Source: an optimization exercise on an open RTL-to-GDS flow (aim: small area, a short achievable clock period and few clock cycles per item). Production flows keep margins and buffers that such runs may drop.
Only simulation tests tie the RTL to the original design; equivalence was not proved.
Power figures rest on the tool's default switching activity, not on a simulated workload.

Setup of rev 12:
// sha384_core
module sha384_core (
    input  wire         clk,
    input  wire         rst,
    input  wire         in_valid,
    output wire         in_ready,
    input  wire [63:0]  in_data,      
    input  wire         in_first,     
    input  wire         in_last,      
    output reg          out_valid,
    output wire [383:0] digest        
);
Size: about 7700 cells after synthesis, ~2200 flip-flops, ~460 I/O pins.
==> flow/config.mk <==
export PLATFORM = sky130hd
export DESIGN_NAME = sha384_core
export DESIGN_NICKNAME = sha384_core
export VERILOG_FILES = /design/flow/design.v
export SDC_FILE = /design/flow/constraint.sdc
export NUM_CORES = 4
export LEC_CHECK = 0
export CAP_MARGIN = 20
export CORE_MARGIN = 2
export CORE_UTILIZATION = 40
export CTS_CLUSTER_DIAMETER = 100
export CTS_CLUSTER_SIZE = 20
export SLEW_MARGIN = 20
export SYNTH_MEMORY_MAX_BITS = 16384
==> flow/constraint.sdc <==
create_clock -name core_clock -period 13.0 [get_ports {clk}]
set_input_delay 2.6000 -clock core_clock [delete_from_list [all_inputs] [get_ports {clk}]]
set_output_delay 2.6000 -clock core_clock [all_outputs]
set_load 0.01 [all_outputs]
standard.sh (not shown) runs the stock make flow with config.mk's settings and CLKGATE_MAP_FILE= SYNTH_SCRIPT=/design/flow/synth_recipe.tcl, a recipe that flattens the netlist after the stock synthesis.
==> flow/flow/run.sh <==
#!/bin/bash
set -euo pipefail
bash standard.sh SETUP_SLACK_MARGIN=8 finish > orfs_make.log 2>&1
Testbench counts of rev 12, summed over its fixed seeds: cycles 25,500, blocks 300.
Setup changes, rev 12 to rev 13
--- a/flow/design.v
+++ b/flow/design.v
@@ -44,19 +44,24 @@
     reg  [6:0] cnt;               
     reg        rnd, fin, sch;     
     reg        kpre;              
     reg        hfin;              
     reg        efin;              
     reg        cfirst, clast;     
-    wire word0_ok = (ph[1:0] == 2'd0) && (!busy || cnt >= 7'd68);
-    assign in_ready = (wcnt == 5'd0) ? word0_ok
-                                     : (!wcnt[4] && dph == wcnt[3:0]);
-    wire acc   = in_valid && in_ready;
+    reg  rdy;
+    assign in_ready = rdy;
+    wire acc   = in_valid && rdy;
     wire full  = wcnt[4] || (wcnt == 5'd15 && acc);
     wire free  = !busy || cnt == 7'd83;
     wire start = full && dph == 4'd15 && free;
+    wire       run_n  = busy && cnt != 7'd83;      
+    wire [4:0] wcnt_n = start ? 5'd0 : acc ? wcnt + 5'd1 : wcnt;
+    wire [3:0] dph_n  = (acc && wcnt == 5'd0) ? 4'd1 : dph + 4'd1;
+    wire [1:0] ph_n   = ph[1:0] + 2'd1;
+    wire       w0ok_n = ph_n == 2'd0 && !start && (!run_n || cnt >= 7'd67);
+    wire       rdy_n  = (wcnt_n == 5'd0) ? w0ok_n : (!wcnt_n[4] && dph_n == wcnt_n[3:0]);
     reg [1023:0] w;               
     reg [63:0] a, b, c, d, e, f;
     reg [63:0] xs, xc;
     reg [63:0] ha0, ha1, ha2, ha3, he0, he1, he2, he3;    
     reg [63:0] hkw;               
     reg  [63:0] kval;
@@ -159,20 +164,22 @@
     wire [63:0] as2 = as1 ^ ac1 ^ bsig0;
     wire [63:0] ac2 = {(as1[62:0] & ac1[62:0]) | (as1[62:0] & bsig0[62:0]) | (ac1[62:0] & bsig0[62:0]), 1'b0};
     wire [63:0] e_new, a_new;
     sk_add64 u_eadd (.x(es), .y(ec), .s(e_new));
     sk_add64 u_aadd (.x(as2), .y(ac2), .s(a_new));
     wire [63:0] w0  = w[0 +: 64];
-    wire [63:0] ssig0 = rotr(w[64 +: 64], 1) ^ rotr(w[64 +: 64], 8) ^ (w[64 +: 64] >> 7);
-    wire [63:0] ssig1 = rotr(w[896 +: 64], 19) ^ rotr(w[896 +: 64], 61) ^ (w[896 +: 64] >> 6);
-    wire [63:0] ws1 = ssig1 ^ w[576 +: 64] ^ ssig0;
-    wire [63:0] wc1 = {(ssig1[62:0] & w[576 +: 63]) | (ssig1[62:0] & ssig0[62:0]) | (w[576 +: 63] & ssig0[62:0]), 1'b0};
-    wire [63:0] ws2 = ws1 ^ wc1 ^ w0;
-    wire [63:0] wc2 = {(ws1[62:0] & wc1[62:0]) | (ws1[62:0] & w0[62:0]) | (wc1[62:0] & w0[62:0]), 1'b0};
+    wire [63:0] wp1 = w[64 +: 64], wp2 = w[128 +: 64], wp10 = w[640 +: 64], wp15 = w[960 +: 64];
+    wire [63:0] ssig0 = rotr(wp2, 1) ^ rotr(wp2, 8) ^ (wp2 >> 7);
+    wire [63:0] ssig1 = rotr(wp15, 19) ^ rotr(wp15, 61) ^ (wp15 >> 6);
+    wire [63:0] ws1 = ssig1 ^ wp10 ^ ssig0;
+    wire [63:0] wc1 = {(ssig1[62:0] & wp10[62:0]) | (ssig1[62:0] & ssig0[62:0]) | (wp10[62:0] & ssig0[62:0]), 1'b0};
+    wire [63:0] ws2 = ws1 ^ wc1 ^ wp1;
+    wire [63:0] wc2 = {(ws1[62:0] & wc1[62:0]) | (ws1[62:0] & wp1[62:0]) | (wc1[62:0] & wp1[62:0]), 1'b0};
+    reg  [63:0] ws, wc;
     wire [63:0] wnext;
-    sk_add64 u_wadd (.x(ws2), .y(wc2), .s(wnext));
+    sk_add64 u_wadd (.x(ws), .y(wc), .s(wnext));
     wire [63:0] w_in  = acc ? in_data : (sch ? wnext : w0);
     reg [63:0] iva, ive, ivr;
     always @* begin
         case (ph[1:0])
             2'd0: begin iva = IV3; ive = IV7; ivr = IV6; end
             2'd1: begin iva = IV2; ive = IV6; ivr = IV5; end
@@ -193,12 +200,14 @@
     sk_add64 u_hadd (.x(ks1), .y(kc1), .s(hkw_d));
     wire        ldiv = (wcnt != 5'd0) && nfirst;
     assign e_in   = rnd ? e_new : (ldiv ? ive : he0);
     assign digest = {ha0, ha1, ha2, ha3, he1, he2};
     always @(posedge clk) begin
         w   <= {w_in, w[1023:64]};
+        ws  <= ws2;
+        wc  <= wc2;
         hkw <= hkw_d;
         kval <= kpre ? he1
               : (!busy && dph == 4'd13) ? KTAB[0 +: 64]
               : (!busy && dph == 4'd14) ? KTAB[64 +: 64] : krom;
         xs  <= xs_d;
         xc  <= xc_d;
@@ -219,24 +228,23 @@
             rnd       <= 1'b0;
             fin       <= 1'b0;
             sch       <= 1'b0;
             kpre      <= 1'b0;
             hfin      <= 1'b0;
             efin      <= 1'b0;
+            rdy       <= 1'b1;
             out_valid <= 1'b0;
         end else begin
             ph  <= ph + 4'd1;
-            dph <= (acc && wcnt == 5'd0) ? 4'd1 : dph + 4'd1;
+            dph <= dph_n;
+            rdy <= rdy_n;
             if (acc && wcnt == 5'd0) begin
                 nfirst <= in_first;
                 nlast  <= in_last;
             end
-            if (start)
-                wcnt <= 5'd0;
-            else if (acc)
-                wcnt <= wcnt + 5'd1;
+            wcnt <= wcnt_n;
             out_valid <= fin && cnt == 7'd83 && clast;
             if (start) begin
                 busy   <= 1'b1;
                 cnt    <= 7'd0;
                 rnd    <= 1'b1;
                 fin    <= 1'b0;
Notes after the runs:
- Power shrinks by more than 10% when moving from rev 12 to rev 13.
- | maximum VDD drop | rev 13 vs rev 12 | better |
- Summary: with rev 12 as the reference, clock-buffer cell count in rev 13 moved up by a few percent.
- Row final-layout worst hold slack: rev 13 higher / rev 12 lower
- The adder and majority gate portion of the synthesized area of rev 13 falls short of that of rev 12 by 0.56 points.
- On maximum net fanout on the critical path: between rev 12 and rev 13, it ends up lower for rev 13.
- Worst setup slack: rev 13 > rev 12
Testbench counts of rev 13, summed over its fixed seeds: cycles 25,500, blocks 300.

sha384_core with an RTL version that a note above also has.
Size: about 8000 cells after synthesis.
## sha384_core
module sha384_core (
    input  wire         clk,
    input  wire         rst,
    input  wire         in_valid,
    output wire         in_ready,
    input  wire [63:0]  in_data,      
    input  wire         in_first,     
    input  wire         in_last,      
    output reg          out_valid,
    output wire [383:0] digest        
);
clock: 13.0 ns
lec_check: 0
cap_margin: 20
core_margin: 2
core_utilization: 40
cts_cluster_diameter: 100
cts_cluster_size: 20
slew_margin: 20
synth_hierarchical: 1
synth_memory_max_bits: 16384
==> flow/flow/run.sh <==
#!/bin/bash
set -euo pipefail
bash standard.sh SETUP_SLACK_MARGIN=8.5 finish > orfs_make.log 2>&1
Testbench counts at the start, summed over its fixed seeds: cycles 25,500, blocks 300.
Then changed:
--- a/flow/design.v
+++ b/flow/design.v
@@ -55,19 +55,19 @@
     wire start = full && dph == 4'd15 && free;
     wire       run_n  = busy && cnt != 7'd83;      
     wire [4:0] wcnt_n = start ? 5'd0 : acc ? wcnt + 5'd1 : wcnt;
     wire [3:0] dph_n  = (acc && wcnt == 5'd0) ? 4'd1 : dph + 4'd1;
     wire [1:0] ph_n   = ph[1:0] + 2'd1;
     wire       w0ok_n = ph_n == 2'd0 && !start && (!run_n || cnt >= 7'd67);
     wire       rdy_n  = (wcnt_n == 5'd0) ? w0ok_n : (!wcnt_n[4] && dph_n == wcnt_n[3:0]);
     reg [1023:0] w;               
     reg [63:0] a, b, c, d, e, f;
-    reg [63:0] xs, xc;
+    reg [63:0] xs, xc, ys, yc;
     reg [63:0] ha0, ha1, ha2, ha3, he0, he1, he2, he3;    
     reg [63:0] hkw;               
     reg  [63:0] kval;
     reg  [63:0] krom;             
     always @* begin
         case (cnt)
             7'd0: krom = KTAB[192 +: 64];
             7'd1: krom = KTAB[256 +: 64];
             7'd2: krom = KTAB[320 +: 64];
@@ -151,26 +151,28 @@
         endcase
     end
     wire [63:0] e_in;
     wire [63:0] bsig1 = rotr(e_in, 14) ^ rotr(e_in, 18) ^ rotr(e_in, 41);
     wire [63:0] ch    = (e_in & e) ^ (~e_in & f);
     wire [63:0] bsig0 = rotr(a, 28) ^ rotr(a, 34) ^ rotr(a, 39);
     wire [63:0] maj   = (a & b) ^ (a & c) ^ (b & c);
     wire [63:0] xs_d  = hkw ^ bsig1 ^ ch;
     wire [63:0] xc_d  = {(hkw[62:0] & bsig1[62:0]) | (hkw[62:0] & ch[62:0]) | (bsig1[62:0] & ch[62:0]), 1'b0};
-    wire [63:0] es = xs ^ xc ^ d;
-    wire [63:0] ec = {(xs[62:0] & xc[62:0]) | (xs[62:0] & d[62:0]) | (xc[62:0] & d[62:0]), 1'b0};
+    wire [63:0] y1s  = hkw ^ c ^ ch;
+    wire [63:0] y1c  = {(hkw[62:0] & c[62:0]) | (hkw[62:0] & ch[62:0]) | (c[62:0] & ch[62:0]), 1'b0};
+    wire [63:0] ys_d = y1s ^ y1c ^ bsig1;
+    wire [63:0] yc_d = {(y1s[62:0] & y1c[62:0]) | (y1s[62:0] & bsig1[62:0]) | (y1c[62:0] & bsig1[62:0]), 1'b0};
     wire [63:0] as1 = xs ^ xc ^ maj;
     wire [63:0] ac1 = {(xs[62:0] & xc[62:0]) | (xs[62:0] & maj[62:0]) | (xc[62:0] & maj[62:0]), 1'b0};
     wire [63:0] as2 = as1 ^ ac1 ^ bsig0;
     wire [63:0] ac2 = {(as1[62:0] & ac1[62:0]) | (as1[62:0] & bsig0[62:0]) | (ac1[62:0] & bsig0[62:0]), 1'b0};
     wire [63:0] e_new, a_new;
-    sk_add64 u_eadd (.x(es), .y(ec), .s(e_new));
+    sk_add64 u_eadd (.x(ys), .y(yc), .s(e_new));
     sk_add64 u_aadd (.x(as2), .y(ac2), .s(a_new));
     wire [63:0] w0  = w[0 +: 64];
     wire [63:0] wp1 = w[64 +: 64], wp2 = w[128 +: 64], wp10 = w[640 +: 64], wp15 = w[960 +: 64];
     wire [63:0] ssig0 = rotr(wp2, 1) ^ rotr(wp2, 8) ^ (wp2 >> 7);
     wire [63:0] ssig1 = rotr(wp15, 19) ^ rotr(wp15, 61) ^ (wp15 >> 6);
     wire [63:0] ws1 = ssig1 ^ wp10 ^ ssig0;
     wire [63:0] wc1 = {(ssig1[62:0] & wp10[62:0]) | (ssig1[62:0] & ssig0[62:0]) | (wp10[62:0] & ssig0[62:0]), 1'b0};
     wire [63:0] ws2 = ws1 ^ wc1 ^ wp1;
     wire [63:0] wc2 = {(ws1[62:0] & wc1[62:0]) | (ws1[62:0] & wp1[62:0]) | (wc1[62:0] & wp1[62:0]), 1'b0};
@@ -205,18 +207,20 @@
         w   <= {w_in, w[1023:64]};
         ws  <= ws2;
         wc  <= wc2;
         hkw <= hkw_d;
         kval <= kpre ? he1
               : (!busy && dph == 4'd13) ? KTAB[0 +: 64]
               : (!busy && dph == 4'd14) ? KTAB[64 +: 64] : krom;
         xs  <= xs_d;
         xc  <= xc_d;
+        ys  <= ys_d;
+        yc  <= yc_d;
         a <= rnd ? a_new : (ldiv ? iva : ya);
         b <= a; c <= b; d <= c;
         e <= e_in;
         f <= e;
         ha0 <= ya; ha1 <= ha0; ha2 <= ha1; ha3 <= ha2;
         he0 <= ye; he1 <= he0; he2 <= he1; he3 <= he2;
     end
     always @(posedge clk) begin
         if (rst) begin
Non-clock buffer count drops by 11.
Count of clock-buffer cells in the layout increases by 6.
Synthesized cell count goes up by 2.4%.
Routed wire length went down by 3.1%.
Sequential share of layout area increases by 1.4 points.
Via count is about the same.
Global-route usage goes down by 2.1 points.
Sequential power climbs by 3.0%.
Sequential cell count rose by 127.
Design area is higher by 2.3%.
Clock skew goes down by 18 ps.
Hold slack degrades by 7.9 ps.
Testbench counts after the change, summed over its fixed seeds: cycles 25,500, blocks 300.

## the baseline
sha384_core again, from the RTL that the note above started with.
clock: 13.0 ns
lec_check: 0
cap_margin: 20
core_margin: 2
core_utilization: 40
cts_cluster_diameter: 100
cts_cluster_size: 20
slew_margin: 20
synth_memory_max_bits: 16384
Scripts as last shown in full above: flow/flow/run.sh
The baseline finished every step from synthesis to the final layout, and the layout passed the timing, DRC and antenna checks.
Testbench counts of the baseline, summed over its fixed seeds: cycles 25,500, blocks 300.
For the candidate, these inputs were changed with respect to the baseline:
--- a/flow/design.v
+++ b/flow/design.v
@@ -44,24 +44,19 @@
     reg  [6:0] cnt;               
     reg        rnd, fin, sch;     
     reg        kpre;              
     reg        hfin;              
     reg        efin;              
     reg        cfirst, clast;     
-    reg  rdy;
-    assign in_ready = rdy;
-    wire acc   = in_valid && rdy;
+    wire word0_ok = (ph[1:0] == 2'd0) && (!busy || cnt >= 7'd68);
+    assign in_ready = (wcnt == 5'd0) ? word0_ok
+                                     : (!wcnt[4] && dph == wcnt[3:0]);
+    wire acc   = in_valid && in_ready;
     wire full  = wcnt[4] || (wcnt == 5'd15 && acc);
     wire free  = !busy || cnt == 7'd83;
     wire start = full && dph == 4'd15 && free;
-    wire       run_n  = busy && cnt != 7'd83;      
-    wire [4:0] wcnt_n = start ? 5'd0 : acc ? wcnt + 5'd1 : wcnt;
-    wire [3:0] dph_n  = (acc && wcnt == 5'd0) ? 4'd1 : dph + 4'd1;
-    wire [1:0] ph_n   = ph[1:0] + 2'd1;
-    wire       w0ok_n = ph_n == 2'd0 && !start && (!run_n || cnt >= 7'd67);
-    wire       rdy_n  = (wcnt_n == 5'd0) ? w0ok_n : (!wcnt_n[4] && dph_n == wcnt_n[3:0]);
     reg [1023:0] w;               
     reg [63:0] a, b, c, d, e, f;
     reg [63:0] xs, xc;
     reg [63:0] ha0, ha1, ha2, ha3, he0, he1, he2, he3;    
     reg [63:0] hkw;               
     reg  [63:0] kval;
@@ -164,22 +159,20 @@
     wire [63:0] as2 = as1 ^ ac1 ^ bsig0;
     wire [63:0] ac2 = {(as1[62:0] & ac1[62:0]) | (as1[62:0] & bsig0[62:0]) | (ac1[62:0] & bsig0[62:0]), 1'b0};
     wire [63:0] e_new, a_new;
     sk_add64 u_eadd (.x(es), .y(ec), .s(e_new));
     sk_add64 u_aadd (.x(as2), .y(ac2), .s(a_new));
     wire [63:0] w0  = w[0 +: 64];
-    wire [63:0] wp1 = w[64 +: 64], wp2 = w[128 +: 64], wp10 = w[640 +: 64], wp15 = w[960 +: 64];
-    wire [63:0] ssig0 = rotr(wp2, 1) ^ rotr(wp2, 8) ^ (wp2 >> 7);
-    wire [63:0] ssig1 = rotr(wp15, 19) ^ rotr(wp15, 61) ^ (wp15 >> 6);
-    wire [63:0] ws1 = ssig1 ^ wp10 ^ ssig0;
-    wire [63:0] wc1 = {(ssig1[62:0] & wp10[62:0]) | (ssig1[62:0] & ssig0[62:0]) | (wp10[62:0] & ssig0[62:0]), 1'b0};
-    wire [63:0] ws2 = ws1 ^ wc1 ^ wp1;
-    wire [63:0] wc2 = {(ws1[62:0] & wc1[62:0]) | (ws1[62:0] & wp1[62:0]) | (wc1[62:0] & wp1[62:0]), 1'b0};
-    reg  [63:0] ws, wc;
+    wire [63:0] ssig0 = rotr(w[64 +: 64], 1) ^ rotr(w[64 +: 64], 8) ^ (w[64 +: 64] >> 7);
+    wire [63:0] ssig1 = rotr(w[896 +: 64], 19) ^ rotr(w[896 +: 64], 61) ^ (w[896 +: 64] >> 6);
+    wire [63:0] ws1 = ssig1 ^ w[576 +: 64] ^ ssig0;
+    wire [63:0] wc1 = {(ssig1[62:0] & w[576 +: 63]) | (ssig1[62:0] & ssig0[62:0]) | (w[576 +: 63] & ssig0[62:0]), 1'b0};
+    wire [63:0] ws2 = ws1 ^ wc1 ^ w0;
+    wire [63:0] wc2 = {(ws1[62:0] & wc1[62:0]) | (ws1[62:0] & w0[62:0]) | (wc1[62:0] & w0[62:0]), 1'b0};
     wire [63:0] wnext;
-    sk_add64 u_wadd (.x(ws), .y(wc), .s(wnext));
+    sk_add64 u_wadd (.x(ws2), .y(wc2), .s(wnext));
     wire [63:0] w_in  = acc ? in_data : (sch ? wnext : w0);
     reg [63:0] iva, ive, ivr;
     always @* begin
         case (ph[1:0])
             2'd0: begin iva = IV3; ive = IV7; ivr = IV6; end
             2'd1: begin iva = IV2; ive = IV6; ivr = IV5; end
@@ -200,14 +193,12 @@
     sk_add64 u_hadd (.x(ks1), .y(kc1), .s(hkw_d));
     wire        ldiv = (wcnt != 5'd0) && nfirst;
     assign e_in   = rnd ? e_new : (ldiv ? ive : he0);
     assign digest = {ha0, ha1, ha2, ha3, he1, he2};
     always @(posedge clk) begin
         w   <= {w_in, w[1023:64]};
-        ws  <= ws2;
-        wc  <= wc2;
         hkw <= hkw_d;
         kval <= kpre ? he1
               : (!busy && dph == 4'd13) ? KTAB[0 +: 64]
               : (!busy && dph == 4'd14) ? KTAB[64 +: 64] : krom;
         xs  <= xs_d;
         xc  <= xc_d;
@@ -228,23 +219,24 @@
             rnd       <= 1'b0;
             fin       <= 1'b0;
             sch       <= 1'b0;
             kpre      <= 1'b0;
             hfin      <= 1'b0;
             efin      <= 1'b0;
-            rdy       <= 1'b1;
             out_valid <= 1'b0;
         end else begin
             ph  <= ph + 4'd1;
-            dph <= dph_n;
-            rdy <= rdy_n;
+            dph <= (acc && wcnt == 5'd0) ? 4'd1 : dph + 4'd1;
             if (acc && wcnt == 5'd0) begin
                 nfirst <= in_first;
                 nlast  <= in_last;
             end
-            wcnt <= wcnt_n;
+            if (start)
+                wcnt <= 5'd0;
+            else if (acc)
+                wcnt <= wcnt + 5'd1;
             out_valid <= fin && cnt == 7'd83 && clast;
             if (start) begin
                 busy   <= 1'b1;
                 cnt    <= 7'd0;
                 rnd    <= 1'b1;
                 fin    <= 1'b0;
- For the share of the cycle needed by the critical path after routing, the candidate came in 2.0 points higher than the baseline did.
- Peak per-stage delay on the critical path delta (the baseline -> the candidate): insignificant
- In the metrics for the candidate and the baseline, the one carrying the lower post-synthesis xor/xnor area fraction is the baseline.
- The candidate vs. the baseline: final worst-path setup slack went down by 0.26 ns.
- In the candidate, the met3 wire length came out about 12% below the value in the baseline.
- Having completed the whole flow, the candidate delivered a layout that passed the timing, DRC and antenna checks.
Testbench counts of the candidate, summed over its fixed seeds: cycles 25,500, blocks 300.

==> re-timing with driven ports <==
Ports are ideal in the flow. The routed layouts listed here were re-timed in OpenROAD.
Step 1 assumes that a clkbuf_16 drives the clock port and a buf_2 every other input.
Step 2 moves the port delays by t, midway between the first and last clock arrival at a register: inputs arrive t later, outputs are due t later. That takes back most of the time a late clock gives input paths.
a / b / c = ideal ports / drivers / drivers and shift; a / b = the first two.
| run | shift t [ns] | slack for setup (ns) | hold slack, ns | latest minus earliest clock arrival (ns) | pins driven straight from the clock port |
|---|---|---|---|---|---|
| rev 12 | 0.908 | 7.901 / 7.901 / 7.901 | 0.294 / 0.294 / 0.294 | 0.066 / 0.066 | 1 |
| rev 13 | 0.896 | 8.051 / 8.051 / 7.764 | 0.301 / 0.301 / 0.301 | 0.078 / 0.078 | 1 |
| the first run of note 2 | 0.910 | 8.325 / 8.325 / 7.790 | 0.300 / 0.300 / 0.300 | 0.089 / 0.090 | 1 |
| the second run of note 2 | 0.946 | 8.453 / 8.453 / 7.839 | 0.292 / 0.292 / 0.292 | 0.068 / 0.068 | 1 |
| the baseline | 0.897 | 8.284 / 8.284 / 7.866 | 0.307 / 0.307 / 0.307 | 0.075 / 0.075 | 1 |
| the candidate | 0.911 | 8.020 / 8.020 / 8.020 | 0.292 / 0.292 / 0.292 | 0.066 / 0.067 | 1 |
After both steps every run listed still meets setup and hold. For the second run of note 2, which loses most, drivers alone change the setup slack by 0.000 ns; drivers and shift together by -0.614 ns.
